What follows belongs to an exercise in optimizing a design on an open flow for small area, a short achievable clock period and few clock cycles per item; a production flow would make more cautious choices. Only simulation tests tie the RTL to the original design; equivalence was not proved.

## flow/design.v (module list and top-level ports; edited modules follow where they fit)
// module neuron_visit: 1800 lines
module neuron_visit (
    input  wire        clk,
    input  wire        rst,
    input  wire        cfg_wide,       
    input  wire [6:0]  cfg_step,       
    input  wire        pop_reset,      
    input  wire        pop_clocked,    
    input  wire [3:0]  pop_refract,    
    input  wire [22:0] pop_theta,      
    input  wire [23:0] pop_rest,       
    input  wire [7:0]  pop_d,          
    input  wire [15:0] pop_bias,       
    input  wire        pop_gated,      
    output wire [6:0]  f_addr,
    input  wire [24:0] f_data,
    input  wire        in_valid,
    output wire        in_ready,
    input  wire [63:0] in_rec,
    input  wire [31:0] in_acc,
    input  wire [31:0] in_late,
    input  wire        in_touched,
    output wire        out_valid,
    input  wire        out_ready,
    output wire [63:0] out_rec,
    output wire [3:0]  out_n,
    output wire        out_rest,
    output wire        out_refr_drop,
    output wire        out_gated,
    output wire        out_sat,
    output wire        out_clip
);
  // ...
==> flow/flow/run.sh <==
#!/bin/bash
# Standard layout, with two changes to how it is made (the SDC is unchanged):
# repair_timing is asked for extra setup slack so that the layout is optimised
# toward the period the design can reach, and the port buffers are plain
# buffers (buf_1) rather than the smallest-drive cell buffer_ports picks.
set -euo pipefail
MARGIN=$(cat flow/margin.txt)
bash standard.sh SETUP_SLACK_MARGIN=$MARGIN "BUFFER_PORTS_ARGS=-buffer_cell sky130_fd_sc_hd__buf_1" finish > flow_standard.log 2>&1
==> flow/flow/margin.txt <==
17.7
==> flow/standard.sh <==
#!/bin/bash
# synth_recipe.tcl (not shown) runs the flow's synth.tcl, then flattens the netlist and writes it again
# the make line also repeats each setting of config.mk as NAME=value (left out here)
make -C /OpenROAD-flow-scripts/flow DESIGN_CONFIG=/design/flow/config.mk WORK_HOME=/design/flow/orfs CLKGATE_MAP_FILE= SYNTH_SCRIPT=/design/flow/synth_recipe.tcl "${@:-finish}"
==> flow/config.mk <==
export PLATFORM = sky130hd
export DESIGN_NAME = neuron_visit
export DESIGN_NICKNAME = neuron_visit
export VERILOG_FILES = /design/flow/design.v
export SDC_FILE = /design/flow/constraint.sdc
export NUM_CORES = 4
export LEC_CHECK = 0
export ABC_CLOCK_PERIOD_IN_PS = 6000
export CAP_MARGIN = 20
export CORE_MARGIN = 2
export CORE_UTILIZATION = 50
export SLEW_MARGIN = 20
==> flow/constraint.sdc <==
create_clock -name core_clock -period 24.0 [get_ports {clk}]
set_input_delay 4.8000 -clock core_clock [delete_from_list [all_inputs] [get_ports {clk}]]
set_output_delay 4.8000 -clock core_clock [all_outputs]
set_load 0.01 [all_outputs]
==> summary.md, run 1 <==
| Metric | Value |
|---|---|
| Drc violations | `0` |
| Seq area share | `0.307` |
| Routed wl met3 | `11300 um` |
| Async SR Flop Fraction | `0` |
| Status | `no timing/DRC/antenna violations` |
| Hold path start | `p3_inp[28]$_DFFE_PP_` |
| Sequential share of the synthesized area | `0.349` |
| Post-synthesis compound-gate area fraction | `0.155` |
| Top Registers | `o_hi x48, s_hi x48` |
| Setup tns final | `0 ps` |
| Via count | `43800` |
| Final min period | `6220 ps` |
| Worst r2r dst | `o_hi[15]$_DFFE_PP_` |
| Final cell count without fillers | `7554` |
| Number of synthesized flops with an enable pin | `606` |
| CTS hold repair buffers | `0` |
| Fin Hold WS | `402 ps` |
| Slew @ Worst Pin | `1140 ps` |
| Non-clock buffer count | `578` |
| Final Max Slew Viols | `0` |
| Clock Skew | `93.7 ps` |
| Met1 wire length | `71400 um` |
| Multi-input logic area | `36300 um^2` |
| Post-Synth Simple-Gate Area | `0.0834` |
| Drt via density | `5.80` |
| First-pass GRT wire length | `255000 um` |
| Total Routed Length | `168000 um` |
| Initial core utilization | `0.504` |
| Buffers & Inverters on Critical Path | `2` |
| NonClk Buf Share | `0.0496` |
| Met1 global-route usage | `0.367` |
| FP Rows | `126` |
| Sequential cell area | `20800 um^2` |
| Fin area | `67600 um^2` |
| Crit end category | `flip-flop` |
Testbench counts, summed over its fixed seeds: cycles 16,384, items 16,000.
==> inputs of run 2 (changes only) <==
--- a/flow/design.v
+++ b/flow/design.v
@@ -31,16 +31,17 @@
 );
     reg               c_wide;
     reg        [6:0]  c_step;
     reg               c_reset;
     reg               c_clocked;
     reg        [3:0]  c_refract;
     reg        [22:0] c_theta;
     reg        [24:0] c_th3;       
+    reg        [23:0] c_rest;
     reg        [23:0] c_rsat;      
     reg        [3:0]  c_bo, c_bt, c_bn;    
     reg               c_d7;                
     reg        [15:0] c_bias;      
     reg               c_gated;
     reg               c_vge;       
     wire [8:0] dx = {pop_d, 1'b0};
     wire [3:0] d_bo, d_bt, d_bn;
@@ -55,18 +56,19 @@
     always @(posedge clk) begin
         c_wide    <= cfg_wide;
         c_step    <= cfg_step;
         c_reset   <= pop_reset;
         c_clocked <= pop_clocked;
         c_refract <= pop_refract;
         c_theta   <= pop_theta;
         c_th3     <= {2'b00, c_theta} + {1'b0, c_theta, 1'b0};
-        c_rsat    <= (cfg_wide || pop_rest[23:15] == 9'h000 || pop_rest[23:15] == 9'h1FF) ? pop_rest :
-                     pop_rest[23] ? 24'hFF8000 : 24'h007FFF;
+        c_rest    <= pop_rest;
+        c_rsat    <= (c_wide || c_rest[23:15] == 9'h000 || c_rest[23:15] == 9'h1FF) ? c_rest :
+                     c_rest[23] ? 24'hFF8000 : 24'h007FFF;
         c_bo      <= d_bo;
         c_bt      <= d_bt;
         c_bn      <= d_bn;
         c_d7      <= pop_d[7];
         c_bias    <= pop_clocked ? pop_bias : 16'd0;
         c_gated   <= pop_gated;
         c_vge     <= cfg_wide | (pop_theta[22:15] == 8'd0);
     end
@@ -1706,88 +1708,88 @@
             p4_drop  <= p3_drop;
             p4_gtd   <= p3_gtd;
             p4_test  <= p3_test;
             p4_refr  <= p3_refr;
         end
     end
     wire signed [23:0] vmin  = c_wide ? 24'sh800000 : 24'shFF8000;
     wire signed [23:0] vmax  = c_wide ? 24'sh7FFFFF : 24'sh007FFF;
-    wire        [34:0] t     = p4_a + p4_b + {34'd0, p4_c};
+    wire        [35:0] t_x   = {p4_a, 1'b1} + {p4_b, p4_c};
+    wire        [34:0] t     = t_x[35:1];
     wire               all0  = c_wide ? ~|t[34:23] : ~|t[34:15];
     wire               all1  = c_wide ?  &t[34:23] :  &t[34:15];
     wire               t_hi  = ~t[34] & ~all0;
     wire               t_lo  =  t[34] & ~all1;
     wire        [23:0] vs    = t_lo ? vmin : t_hi ? vmax : t[23:0];
     wire               fire  = p4_test & ~t[34] & (t_hi ? c_vge : (t[22:0] >= c_theta));
+    wire        [22:0] va    = t_hi ? vmax[22:0] : t[22:0];
+    wire               ga1   = {4'd0, va} >= {2'd0, c_theta, 2'd0};
+    wire               ga2   = {4'd0, va} >= {1'd0, c_theta, 3'd0};
+    wire               ga3   = {5'd0, va} >= {1'b0, c_th3, 2'd0};
+    wire               ga4   = {4'd0, va} >= {c_theta, 4'd0};
     reg        [23:0] p5_vs;
-    reg               p5_fr, p5_fire, p5_sat;
+    reg        [1:0]  p5_qa;
+    reg               p5_fr, p5_fire, p5_sat, p5_clip;
     reg        [15:0] p5_rb;
     reg               p5_restf, p5_drop, p5_gtd;
     reg        [3:0]  p5_refr;
     always @(posedge clk) begin
         if (adv_r) begin
             p5_vs    <= vs;
+            p5_qa    <= ga3 ? 2'd3 : ga2 ? 2'd2 : ga1 ? 2'd1 : 2'd0;
             p5_fr    <= fire & c_reset;
             p5_fire  <= fire;
             p5_sat   <= t_lo | t_hi;
+            p5_clip  <= fire & c_reset & ga4;
             p5_rb    <= p4_rb;
             p5_restf <= p4_restf;
             p5_drop  <= p4_drop;
             p5_gtd   <= p4_gtd;
             p5_refr  <= fire ? c_refract : p4_refr;
         end
     end
-    wire        [22:0] va    = p5_vs[22:0];    
-    wire        [26:0] m4    = {2'd0, c_theta, 2'd0};
-    wire        [26:0] m8    = {1'd0, c_theta, 3'd0};
-    wire        [27:0] m12   = {1'b0, c_th3, 2'd0};
-    wire        [26:0] da1   = {4'd0, va} - m4;
-    wire        [26:0] da2   = {4'd0, va} - m8;
-    wire        [27:0] da3   = {5'd0, va} - m12;
-    wire               ga1   = ~da1[26];
-    wire               ga2   = ~da2[26];
-    wire               ga3   = ~da3[27];
-    wire        [1:0]  qa    = ga3 ? 2'd3 : ga2 ? 2'd2 : ga1 ? 2'd1 : 2'd0;
-    wire        [22:0] ra    = ga3 ? da3[22:0] : ga2 ? da2[22:0] : ga1 ? da1[22:0] : va;
-    wire               clip  = {4'd0, va} >= {c_theta, 4'd0};
+    wire        [22:0] va5   = p5_vs[22:0];    
+    wire        [24:0] ma    = p5_qa == 2'd3 ? {c_th3[22:0], 2'd0} :
+                               p5_qa == 2'd2 ? {c_theta[21:0], 3'd0} :
+                               p5_qa == 2'd1 ? {c_theta[22:0], 2'd0} : 25'd0;
+    wire        [22:0] ra    = va5 - ma[22:0];    
     wire        [25:0] db1   = {3'd0, ra} - {3'd0, c_theta};
     wire        [25:0] db2   = {3'd0, ra} - {2'd0, c_theta, 1'b0};
     wire        [25:0] db3   = {3'd0, ra} - {1'd0, c_th3};
     wire               gb1   = ~db1[25];
     wire               gb2   = ~db2[25];
     wire               gb3   = ~db3[25];
     wire        [1:0]  qb    = gb3 ? 2'd3 : gb2 ? 2'd2 : gb1 ? 2'd1 : 2'd0;
     wire        [22:0] rb_   = gb3 ? db3[22:0] : gb2 ? db2[22:0] : gb1 ? db1[22:0] : ra;
     wire        [23:0] v_new = p5_fr ? {1'b0, rb_} : p5_fire ? 24'd0 : p5_vs;
-    wire        [3:0]  n_new = p5_fr ? {qa, qb} : {3'd0, p5_fire};
-    wire               clip_new = p5_fr & clip;
+    wire        [3:0]  n_new = p5_fr ? {p5_qa, qb} : {3'd0, p5_fire};
     wire        [47:0] hi_new = c_wide ? {v_new, p5_rb, 8'd0} : {32'd0, v_new[15:0]};
     reg        [47:0] o_hi, s_hi;
     reg        [3:0]  o_refr, s_refr;
     reg        [3:0]  o_n, s_n;
     reg               o_sat, s_sat, o_clip, s_clip;
     reg               o_rest, s_rest, o_drop, s_drop, o_gtd, s_gtd;
     always @(posedge clk) begin
         if (push) begin
             s_hi   <= hi_new;
             s_refr <= p5_refr;
             s_n    <= n_new;
             s_sat  <= p5_sat;
-            s_clip <= clip_new;
+            s_clip <= p5_clip;
             s_rest <= p5_restf;
             s_drop <= p5_drop;
             s_gtd  <= p5_gtd;
         end
         if (!o_v || out_ready) begin
             o_hi   <= s_v ? s_hi   : hi_new;
             o_refr <= s_v ? s_refr : p5_refr;
             o_n    <= s_v ? s_n    : n_new;
             o_sat  <= s_v ? s_sat  : p5_sat;
-            o_clip <= s_v ? s_clip : clip_new;
+            o_clip <= s_v ? s_clip : p5_clip;
             o_rest <= s_v ? s_rest : p5_restf;
             o_drop <= s_v ? s_drop : p5_drop;
             o_gtd  <= s_v ? s_gtd  : p5_gtd;
         end
     end
     assign out_rec       = {o_hi, c_step, o_refr, 2'b00, o_sat, 2'b00};
     assign out_n         = o_n;
     assign out_rest      = o_rest;
==> run 2 against run 1 <==
Against the previous run:
- critical path type unchanged
- largest cell class unchanged
- clock skew down 56 ps
- count of clock-buffer cells in the layout increased by 9
- first-iteration DRC count fell by 5.2%
- maximum frequency rose by 1.4%
- non-clock buffer count is 127 lower
- highest routed layer is now met5
- sequential share of layout area grew 1.8 points
==> summary.md, run 2 <==
| Metric | Value |
|---|---|
| Status | `no timing/DRC/antenna violations` |
| Worst-Skew Late Latency | `710 ps` |
| Crit Path Max Fanout | `8` |
| Initial core utilization | `0.503 (about the same)` |
| Drc violations | `0 (unchanged)` |
| Unrepaired setup endpoints after global routing | `false` |
| Final nets | `6891` |
| GRT overflow | `0` |
| Yosys top cell by area | `edfxtp_1` |
| Number of synthesized flops with an enable pin | `609 (+0.50%)` |
| FILL cells | `10300` |
| Post-synth top area share | `0.308` |
| Most common cell after layout, fill and taps aside | `edfxtp_1` |
| Fraction of layout cells with a size suffix above 1 | `0.0778` |
| Kind of critical path | `reg2reg` |
| Final cell count without fillers | `7373 (-2.4%)` |
| Die area | `121000 um^2` |
| Die span in x | `348 um` |
| Drt via density | `5.76 (-0.65%)` |
| First-pass iteration count of the detailed router | `6` |
| Reg clk slew, reported paths | `60 ps` |
| Worst r2r dst | `p5_clip$_DFFE_PP_` |
| DP Area | `61900 um^2` |
| Slew headroom | `0.203` |
| Core Area | `118000 um^2` |
| Hold path start | `p3_rb[13]$_DFFE_PP_` |
| FF+latch count, synth | `760` |
| Largest net degree at the start of global routing | `189` |
| CTS tree | `done` |
| Wire per inst | `22.2 um` |
| Clk root buf | `clkbuf_16` |
| Mapped Area | `59300 um^2` |
| FF-to-FF setup slack | `17870 ps` |
| # IOs | `326` |
| Initial antenna violation count | `1` |
| Fmax achieved | `163 MHz` |
| Clock tree buffer depth | `3` |
| Final Max Slew Viols | `0 (unchanged)` |
| Post-place setup slack | `15700 ps` |
| Most numerous cell in the Yosys netlist | `inv_1` |
| Clock Skew | `38.1 ps (-55.6 ps)` |
| Post-synthesis cell type count | `96` |
| Fin area | `65600 um^2 (-2.9%)` |
| Final hold viol count | `0` |
| FP Rows | `126 (unchanged)` |
| Placed Cells incl. Taps | `7172` |
| Hold Path Class | `reg2reg` |
| Fin Hold WS | `401 ps (-1.52 ps)` |
| Final Worst Setup Slack | `17870 ps` |
| Most used DFF post-synth | `edfxtp_1` |
| Final Cycle Share | `0.255` |
| Final min period | `6130 ps (-87.3 ps)` |
| Slew @ Worst Pin | `1200 ps (+59.5 ps)` |
| Setup tns final | `0 ps (unchanged)` |
| Vias in the first global route | `41900` |
| Top Registers | `o_hi x48, s_hi x48` |
| Hold depth | `0` |
| Port Buffers | `318` |
| R2R cell count | `19` |
| DRT iter0 DRCs | `3532` |
| Worst r2r src | `p4_a[4]$_DFFE_PP_` |
| Crit end category | `flip-flop` |
| Avg Synthesized Cell Area | `10.7 um^2` |
| CTS hold repair buffers | `0 (unchanged)` |
| Routed Antenna Nets | `0` |
| Sequential share of the synthesized area | `0.359 (+0.0108)` |
| Synth cell count leaders | `611 x inv_1, 609 x edfxtp_1, 462 x xnor2_1` |
| Final setup fails | `0` |
| Die height | `348 um` |
| Req. time, crit path | `24510 ps` |
| First-pass GRT wire length | `249000 um (-2.1%)` |
| TritonCTS buffer count | `85` |
| Worst endpoint data arrival time | `6640 ps` |
| Total Routed Length | `164000 um (-2.6%)` |
| Commonest non-fill, non-tap cells in the layout | `609 x edfxtp_1, 608 x inv_1, 457 x xnor2_1` |
| # clock sinks | `760` |
| Cells after synthesis | `5538` |
| Maximum Capacitance Violations | `0` |
| P&R area growth vs syn | `10.7%` |
| Synth warn | `1` |
| CP Launch Type | `flip-flop` |
| Total Routing Usage GR | `0.266` |
| Synth area leaders | `edfxtp_1 31%, fa_1 15%, ha_1 9.2%` |
| GPL Wtd Cong | `0.910` |
| Final HPWL DP | `118000 um` |
| Finished Core Util | `0.557` |
| Via count | `42500 (-3.0%)` |
| H-Tree Depth | `3` |
| Hold path endpoint | `p4_rb[13]$_DFFE_PP_` |
| Async SR Flop Fraction | `0 (unchanged)` |
[run 2: routing by layer]
metal  GRT usage  routed length (um)  vias to the layer above
met5           0                   8                        -
met4       0.103                6910                        2
met2       0.437               77300                     1633
met3      0.0395               10500                      345
li1            -                   -                    19700
met1       0.357               68800                    20800
[run 2: area by class of cell]
class / count / area (um^2) / area share
multi-input cells: 3845 / 34900 / 0.532
flip-flops and latches: 760 / 21300 / 0.325
inverters: 620 / 2330 / 0.0356
clock buffers: 118 / 2330 / 0.0356
repair buffers: 451 / 2280 / 0.0347
well taps: 1536 / 1920 / 0.0293
clock inverters: 42 / 527 / 0.00803
diodes: 1 / 2.50 / 0.0000381
[run 2: worst max-delay path by stage]
| stage | endpoint | startpoint | cells past startpoint | slack (ps) |
|---|---|---|---|---|
| floorplan | p1_k[6]$_DFFE_PP_ | cfg_step[0] | 9 | 17780 |
| detailed placement | o_hi[5]$_DFFE_PP_ | p5_qa[1]$_SDFFCE_PP1P_ | 21 | 15700 |
| CTS | o_hi[6]$_DFFE_PP_ | p5_qa[1]$_SDFFCE_PP1P_ | 24 | 17720 |
| finish | p5_clip$_DFFE_PP_ | p4_a[4]$_DFFE_PP_ | 19 | 17870 |
| global placement | o_hi[5]$_DFFE_PP_ | p5_qa[1]$_SDFFCE_PP1P_ | 21 | 15760 |
| global route | p5_qa[0]$_SDFFCE_PP1P_ | p4_a[6]$_DFFE_PP_ | 25 | 17660 |
[run 2: worst max-delay path: stages, from the launching register on]
cell	delay, ps
edfxtp_1	370
ha_2	330
a21o_1	210
or3_4	360
o21ai_4	180
a211oi_2	150
or4_4	580
and3_4	200
a2111oi_4	320
nand4_4	190
or2_4	350
and2_1	240
o21ai_0	520
ha_1	230
nand4_1	100
or2_2	310
nor3_1	370
nand3_1	120
nor4b_1	450
o211a_1	360
[run 2: kinds of logic after synthesis]
kind of cell    count (synthesis)  share of synthesized area
compound gates               1269                      0.145
simple gates                  981                     0.0836
buf+inv                       938                     0.0599
fa+ha+maj                     884                      0.244
flops                         760                      0.359
xor+xnor                      610                     0.0901
mux                            95                     0.0180
other cells                     1                  0.0000633
[run 2: timing repair]
item,4_1_cts,5_1_grt
cloned,1,3
endpoints found under the setup margin,96,94
resized for setup,40,61
pin swaps,4,25
buffers inserted,9,26
Testbench counts of run 2, summed over its fixed seeds: cycles 16,384, items 16,000.
==> inputs of run 3 (changes only) <==
==> flow/flow/margin.txt (replaced) <==
17.85
==> run 3 against run 2 <==
Against the previous run:
- sequential share of layout area is 0.21 points lower
- global-route usage is 0.084 points higher
- largest cell class unchanged
- final cell count hardly changed
- worst hold slack worse by 12 ps
- critical path type is now reg2out
- still clean on timing, DRC and antenna
- via count rose by 0.20%
- clock skew shrank 4.0 ps
- flip-flop and latch count stayed put
==> summary.md, run 3 <==
| Metric | Value |
|---|---|
| First-pass iteration count of the detailed router | `6 (unchanged)` |
| Slowest stage cell, crit path | `edfxtp_1` |
| Port Buffers | `318 (unchanged)` |
| Synth area leaders | `edfxtp_1 31%, fa_1 15%, ha_1 9.2%` |
| FP Rows | `126 (unchanged)` |
| Buffers & Inverters on Critical Path | `1 (+1)` |
| CTS tree | `done` |
| Wire per inst | `22.2 um (+0.24%)` |
| Sequential share of the synthesized area | `0.359 (unchanged)` |
| Total Routed Length | `164000 um (+0.31%)` |
| P&R area growth vs syn | `11.4%` |
| Core Area | `118000 um^2 (unchanged)` |
| Kind of critical path | `reg2out` |
| Most common cell after layout, fill and taps aside | `edfxtp_1` |
| DRT iter0 DRCs | `3487 (-1.3%)` |
| Clock tree buffer depth | `3 (unchanged)` |
| H-Tree Depth | `3 (unchanged)` |
| Cells after synthesis | `5538 (unchanged)` |
| Most numerous cell in the Yosys netlist | `inv_1` |
| Initial core utilization | `0.503 (unchanged)` |
| Async SR Flop Fraction | `0 (unchanged)` |
| # clock sinks | `760 (unchanged)` |
| Slowest stage delay, CP | `460 ps (-120 ps)` |
| Synth warn | `1 (unchanged)` |
| Req. time, crit path | `19200 ps (-5310 ps)` |
| Final min period | `6100 ps (-27.4 ps)` |
| Reg clk slew, reported paths | `60 ps (about the same)` |
| Largest net degree at the start of global routing | `156 (-17%)` |
| GRT overflow | `0 (unchanged)` |
| GPL Wtd Cong | `0.921 (+1.3%)` |
| Post-synthesis cell type count | `96 (unchanged)` |
| First-pass GRT wire length | `250000 um (+0.26%)` |
| Yosys top cell by area | `edfxtp_1` |
| Total Routing Usage GR | `0.267 (+0.000838)` |
| # IOs | `326 (unchanged)` |
| Slew headroom | `0.231 (+0.0286)` |
| Unrepaired setup endpoints after global routing | `true` |
| Drt via density | `5.77 (+0.13%)` |
| Final Max Slew Viols | `0 (unchanged)` |
| Fraction of layout cells with a size suffix above 1 | `0.0914 (+0.0136)` |
| Fmax achieved | `164 MHz (+0.45%)` |
| TritonCTS buffer count | `82 (-3.5%)` |
| CP Launch Type | `flip-flop` |
| Synth cell count leaders | `611 x inv_1, 609 x edfxtp_1, 462 x xnor2_1` |
| Clk root buf | `clkbuf_16` |
| Clock Skew | `34.1 ps (-4.01 ps)` |
| Die span in x | `348 um (unchanged)` |
| Avg Synthesized Cell Area | `10.7 um^2 (unchanged)` |
| Finished Core Util | `0.561 (+0.00363)` |
| Initial antenna violation count | `5 (+4)` |
| Number of synthesized flops with an enable pin | `609 (unchanged)` |
| Drc violations | `0 (unchanged)` |
| Die area | `121000 um^2 (unchanged)` |
| Crit path cell chain | `clkbuf_2` |
| Final Worst Setup Slack | `17900 ps (+27.4 ps)` |
| Mapped Area | `59300 um^2 (unchanged)` |
| Crit end category | `output port` |
| Status | `no timing/DRC/antenna violations` |
| Commonest non-fill, non-tap cells in the layout | `609 x edfxtp_1, 605 x inv_1, 454 x xnor2_1` |
| Setup tns final | `0 ps (unchanged)` |
| FF+latch count, synth | `760 (unchanged)` |
| Final nets | `6901 (+0.15%)` |
| Routed Antenna Nets | `0 (unchanged)` |
| Crit Path Max Fanout | `1 (-7)` |
| Final HPWL DP | `118000 um (about the same)` |
| Final hold viol count | `0 (unchanged)` |
| Post-synth top area share | `0.308 (unchanged)` |
| Maximum Capacitance Violations | `0 (unchanged)` |
| Worst-Skew Late Latency | `700 ps (about the same)` |
| Delay-heaviest family, CP | `flip-flops` |
| Hold Path Class | `reg2reg` |
| Final setup fails | `0 (unchanged)` |
| Vias in the first global route | `42300 (+0.97%)` |
| Most used DFF post-synth | `edfxtp_1` |
| Slew @ Worst Pin | `1150 ps (-42.9 ps)` |
| Via count | `42600 (+0.20%)` |
| Top Registers | `o_hi x48, s_hi x48` |
| Worst endpoint data arrival time | `1300 ps (-5340 ps)` |
| Post-place setup slack | `15630 ps (-66.6 ps)` |
| Final Cycle Share | `0.254 (-0.00114)` |
| Die height | `348 um (unchanged)` |
[run 3: worst paths after layout]
check	from	to	cells after the start	slack, ps
worst min register to register	p1_rb[7]$_SDFFCE_PN0P_	p2_rb[7]$_DFFE_PP_	0	390
worst max-delay path	o_hi[40]$_DFFE_PP_	out_rec[56]	1	17900
worst max register to register	p5_qa[1]$_SDFFCE_PP1P_	o_hi[8]$_DFFE_PP_	22	18010
worst min-delay path	p1_rb[7]$_SDFFCE_PN0P_	p2_rb[7]$_DFFE_PP_	0	390
[run 3: final cells by class]
cell class,instances,area [um^2]
sequential,760,21300
multi-input combinational,3847,35300
fill,10200,51700
antenna,1,2.50
inverter,620,2340
clock inverter,47,556
clock buffer,105,2220
timing repair buffer,462,2360
tap,1536,1920
[run 3: per-layer routing]
metal | global-route usage | part of all wire | vias to the layer above
li1 | - | - | 19800
met1 | 0.353 | 0.42 | 20800
met2 | 0.446 | 0.48 | 1635
met3 | 0.0377 | 0.064 | 315
met4 | 0.100 | 0.041 | 0
met5 | 0 | 0 | -
[run 3: stage by stage]
stage | hold WS (ps) | area, um^2 | std cells
2_1_floorplan | 381 | 59300 | 5541
3_3_place_gp | 401 | 61900 | 7170
3_5_place_dp | 405 | 61900 | 7170
4_1_cts | 387 | 65100 | 7342
5_1_grt | 407 | 66000 | 7378
6_report | 389 | 66000 | 7378
[run 3: repair_timing]
item | in CTS | in global routing
gates resized for setup | 59 | 126
endpoints found under the hold margin | 0 | 0
endpoints found under the setup margin | 100 | 97
gates cloned | 2 | 3
pin swaps | 5 | 37
hold buffers | 0 | 0
buffers inserted | 18 | 32
[run 3: logic make-up (layout without fill, tap and decap cells)]
logic type / Yosys count / in the layout / synth area share
DFF: 760 / 760 / 0.359
xor gates and xnor gates: 610 / 610 / 0.0901
buffers and inverters: 938 / 1234 / 0.0599
adders and majority gates: 884 / 884 / 0.244
and+or+nand+nor: 981 / 983 / 0.0836
muxes: 95 / 95 / 0.0180
other: 1 / 5 / 0.0000633
AOI/OAI and AO/OA: 1269 / 1271 / 0.145
==> inputs of run 4 (changes only) <==
==> flow/flow/margin.txt (replaced) <==
18.0
--- a/flow/config.mk
+++ b/flow/config.mk
@@ -8,5 +8,5 @@
 export ABC_CLOCK_PERIOD_IN_PS = 6000
 export CAP_MARGIN = 20
 export CORE_MARGIN = 2
-export CORE_UTILIZATION = 50
+export CORE_UTILIZATION = 60
 export SLEW_MARGIN = 20
==> run 4 against run 3 <==
Against the previous run:
- still clean on timing, DRC and antenna
- die area decreased by 16%
- non-clock buffer count increased by 63
- cell area increased by 0.81%
- sequential share of layout area decreased by 0.26 points
==> summary.md, run 4 <==
| Metric | Value |
|---|---|
| TritonCTS buffer count | `81 (-1.2%)` |
| Delay-heaviest family, CP | `flip-flops` |
| Die area | `101000 um^2 (-16%)` |
| Number of synthesized flops with an enable pin | `609 (unchanged)` |
| Drt via density | `6.07 (+5.3%)` |
| Post-synth top area share | `0.308 (unchanged)` |
| Most numerous cell in the Yosys netlist | `inv_1` |
| Final Max Slew Viols | `0 (unchanged)` |
| Post-synthesis cell type count | `96 (unchanged)` |
| Clock tree buffer depth | `3 (unchanged)` |
| Avg Synthesized Cell Area | `10.7 um^2 (unchanged)` |
| Most used DFF post-synth | `edfxtp_1` |
| Core Area | `98100 um^2 (-17%)` |
| Yosys top cell by area | `edfxtp_1` |
| R2R cell count | `27 (+23%)` |
| CTS hold repair buffers | `0 (unchanged)` |
| FF+latch count, synth | `760 (unchanged)` |
| H-Tree Depth | `3 (unchanged)` |
| DRT iter0 DRCs | `4392 (+26%)` |
| Worst r2r src | `p5_qa[0]$_SDFFCE_PP1P_` |
| Total Routed Length | `165000 um (+0.48%)` |
| Synth area leaders | `edfxtp_1 31%, fa_1 15%, ha_1 9.2%` |
| FF-to-FF setup slack | `18070 ps (+60 ps)` |
| Hold Path Class | `reg2reg` |
| Async SR Flop Fraction | `0 (unchanged)` |
| FILL cells | `7691 (-25%)` |
| Initial antenna violation count | `6 (+1)` |
| CTS tree | `done` |
| GPL Wtd Cong | `0.947 (+2.8%)` |
| Total Routing Usage GR | `0.321 (+0.0536)` |
| Synth cell count leaders | `611 x inv_1, 609 x edfxtp_1, 462 x xnor2_1` |
| Slowest stage delay, CP | `480 ps (+20 ps)` |
| FP Rows | `115 (-8.7%)` |
| # clock sinks | `760 (unchanged)` |
| Clock Skew | `53.1 ps (+19.0 ps)` |
| Setup tns final | `0 ps (unchanged)` |
| Hold path start | `p2_restf$_DFFE_PP_` |
| Fmax achieved | `163 MHz (-0.42%)` |
| Largest net degree at the start of global routing | `145 (-7.1%)` |
| Die span in x | `318 um (-8.6%)` |
| Routed Antenna Nets | `0 (unchanged)` |
| First-pass GRT wire length | `251000 um (+0.25%)` |
| Finished Core Util | `0.678 (+0.118)` |
| P&R area growth vs syn | `12.3%` |
| Worst r2r dst | `o_hi[12]$_DFFE_PP_` |
| Cells after synthesis | `5538 (unchanged)` |
| Final hold viol count | `0 (unchanged)` |
| Maximum Capacitance Violations | `0 (unchanged)` |
| GRT overflow | `0 (unchanged)` |
| Slowest stage cell, crit path | `edfxtp_1` |
| Crit path cell chain | `buf_1` |
| Synth warn | `1 (unchanged)` |
| # IOs | `326 (unchanged)` |
| Hold depth | `0 (unchanged)` |
| Fin area | `66600 um^2 (+0.81%)` |
| Via count | `43700 (+2.6%)` |
| Initial core utilization | `0.604 (+0.101)` |
| Most common cell after layout, fill and taps aside | `edfxtp_1` |
| Wire per inst | `22.9 um (+3.1%)` |
| Crit end category | `output port` |
| Final HPWL DP | `117000 um (-0.56%)` |
| Top Registers | `o_hi x48, s_hi x48` |
| Status | `no timing/DRC/antenna violations` |
| Unrepaired setup endpoints after global routing | `true` |
| Commonest non-fill, non-tap cells in the layout | `609 x edfxtp_1, 602 x inv_1, 455 x xnor2_1` |
| DP Area | `61700 um^2 (-0.35%)` |
| Final Cycle Share | `0.255 (+0.00108)` |
| Final setup fails | `0 (unchanged)` |
| Worst-Skew Late Latency | `680 ps (-20 ps)` |
| Die height | `318 um (-8.6%)` |
| Hold path endpoint | `p3_restf$_DFFE_PP_` |
| Slew headroom | `0.135 (-0.0963)` |
| Mapped Area | `59300 um^2 (unchanged)` |
| Fraction of layout cells with a size suffix above 1 | `0.115 (+0.0240)` |
| Req. time, crit path | `19200 ps (about the same)` |
| CP Launch Type | `flip-flop` |
| First-pass iteration count of the detailed router | `8 (+2)` |
| Sequential share of the synthesized area | `0.359 (unchanged)` |
| Reg clk slew, reported paths | `60 ps (about the same)` |
| Worst endpoint data arrival time | `1330 ps (+30 ps)` |
| Final min period | `6130 ps (+25.9 ps)` |
| Crit Path Max Fanout | `2 (+1)` |
| Kind of critical path | `reg2out` |
| Port Buffers | `318 (unchanged)` |
| Clk root buf | `clkbuf_16` |
| Buffers & Inverters on Critical Path | `1 (unchanged)` |
| Final nets | `6960 (+0.85%)` |
| Vias in the first global route | `43300 (+2.2%)` |
| Slew @ Worst Pin | `1300 ps (+144 ps)` |
| Drc violations | `0 (unchanged)` |
==> run 4: timing repair <==
| item | in CTS | in global routing |
|---|---|---|
| pin swaps | 20 | 72 |
| setup endpoints to repair | 169 | 166 |
| resized for setup | 124 | 211 |
| cloned | 5 | 3 |
| buffers inserted | 43 | 54 |
==> run 4: how the worst max path moves through the flow <==
stage	start	to	slack (ps)	cells past startpoint
6_report	o_sat$_DFFE_PP_	out_rec[2]	17870	1
3_3_place_gp	p5_qa[0]$_SDFFCE_PP1P_	o_hi[9]$_DFFE_PP_	16200	21
5_1_grt	o_sat$_DFFE_PP_	out_sat	17810	1
3_5_place_dp	p5_qa[0]$_SDFFCE_PP1P_	o_hi[9]$_DFFE_PP_	16270	22
2_1_floorplan	cfg_step[0]	p1_k[6]$_DFFE_PP_	17880	9
4_1_cts	o_sat$_DFFE_PP_	out_sat	17810	1
==> run 4: kinds of logic after synthesis <==
family,count (synthesis),synth area share
other cells,1,0.0000633
buf+inv,938,0.0599
simple gates,981,0.0836
xor+xnor,610,0.0901
mux,95,0.0180
flops,760,0.359
compound gates,1269,0.145
fa+ha+maj,884,0.244
==> run 4: layout make-up <==
class | count | area [um^2] | area share
Inverter | 620 | 2350 | 0.0353
Clock inverter | 42 | 443 | 0.00665
Tap cell | 1287 | 1610 | 0.0242
Antenna cell | 1 | 2.50 | 0.0000376
Multi-Input combinational cell | 3844 | 35500 | 0.534
Timing Repair Buffer | 525 | 3110 | 0.0467
Clock buffer | 110 | 2200 | 0.0330
Sequential cell | 760 | 21300 | 0.320
==> run 4: per-stage QoR <==
step / instances / setup slack, ps / hold WS, ps
floorplan: 5541 / 17880 / 381
global placement: 6931 / 16200 / 400
detailed placement: 6931 / 16270 / 405
CTS: 7131 / 17810 / 410
global route: 7189 / 17810 / 417
finish: 7189 / 17870 / 403
==> run 4: routing by layer <==
| layer | GRT usage | up-vias | share of wire |
|---|---|---|---|
| li1 | - | 19900 | - |
| met1 | 0.428 | 21200 | 0.40 |
| met2 | 0.504 | 2083 | 0.46 |
| met3 | 0.0508 | 468 | 0.079 |
| met4 | 0.177 | 0 | 0.062 |
| met5 | 0 | - | 0 |

[re-timing with driven ports]
The results above use ideal ports. As a check the final layouts listed here were re-extracted and re-timed, cells and wires unchanged.
Step 1 sets driving cells, clkbuf_16 on the clock port and buf_2 on the other inputs (assumed; they add their load-dependent delay and slew).
Step 2 adds t to the input delays and takes it off the output delays; t is the mean of the earliest and latest rising clock arrival at the registers after step 1. Input paths then give back, and output paths get back, about the clock's delay inside the block.
a / b / c = ideal ports / drivers / drivers and shift; a / b = the first two.
run	t (ns)	setup slack, ns	hold slack, ns	worst setup path after step 2
run 1	0.742	17.784 / 17.784 / 17.173	0.402 / 0.402 / 0.402	input to register
run 2	0.764	17.871 / 17.807 / 17.572	0.401 / 0.401 / 0.401	input to register
run 3	0.762	17.898 / 17.820 / 17.600	0.389 / 0.389 / 0.389	input to register
run 4	0.739	17.873 / 17.798 / 17.530	0.403 / 0.403 / 0.403	input to register
After both steps setup and hold are still met in every run listed. For run 1, which loses most, drivers alone change the setup slack by 0.000 ns; drivers and shift together by -0.611 ns.
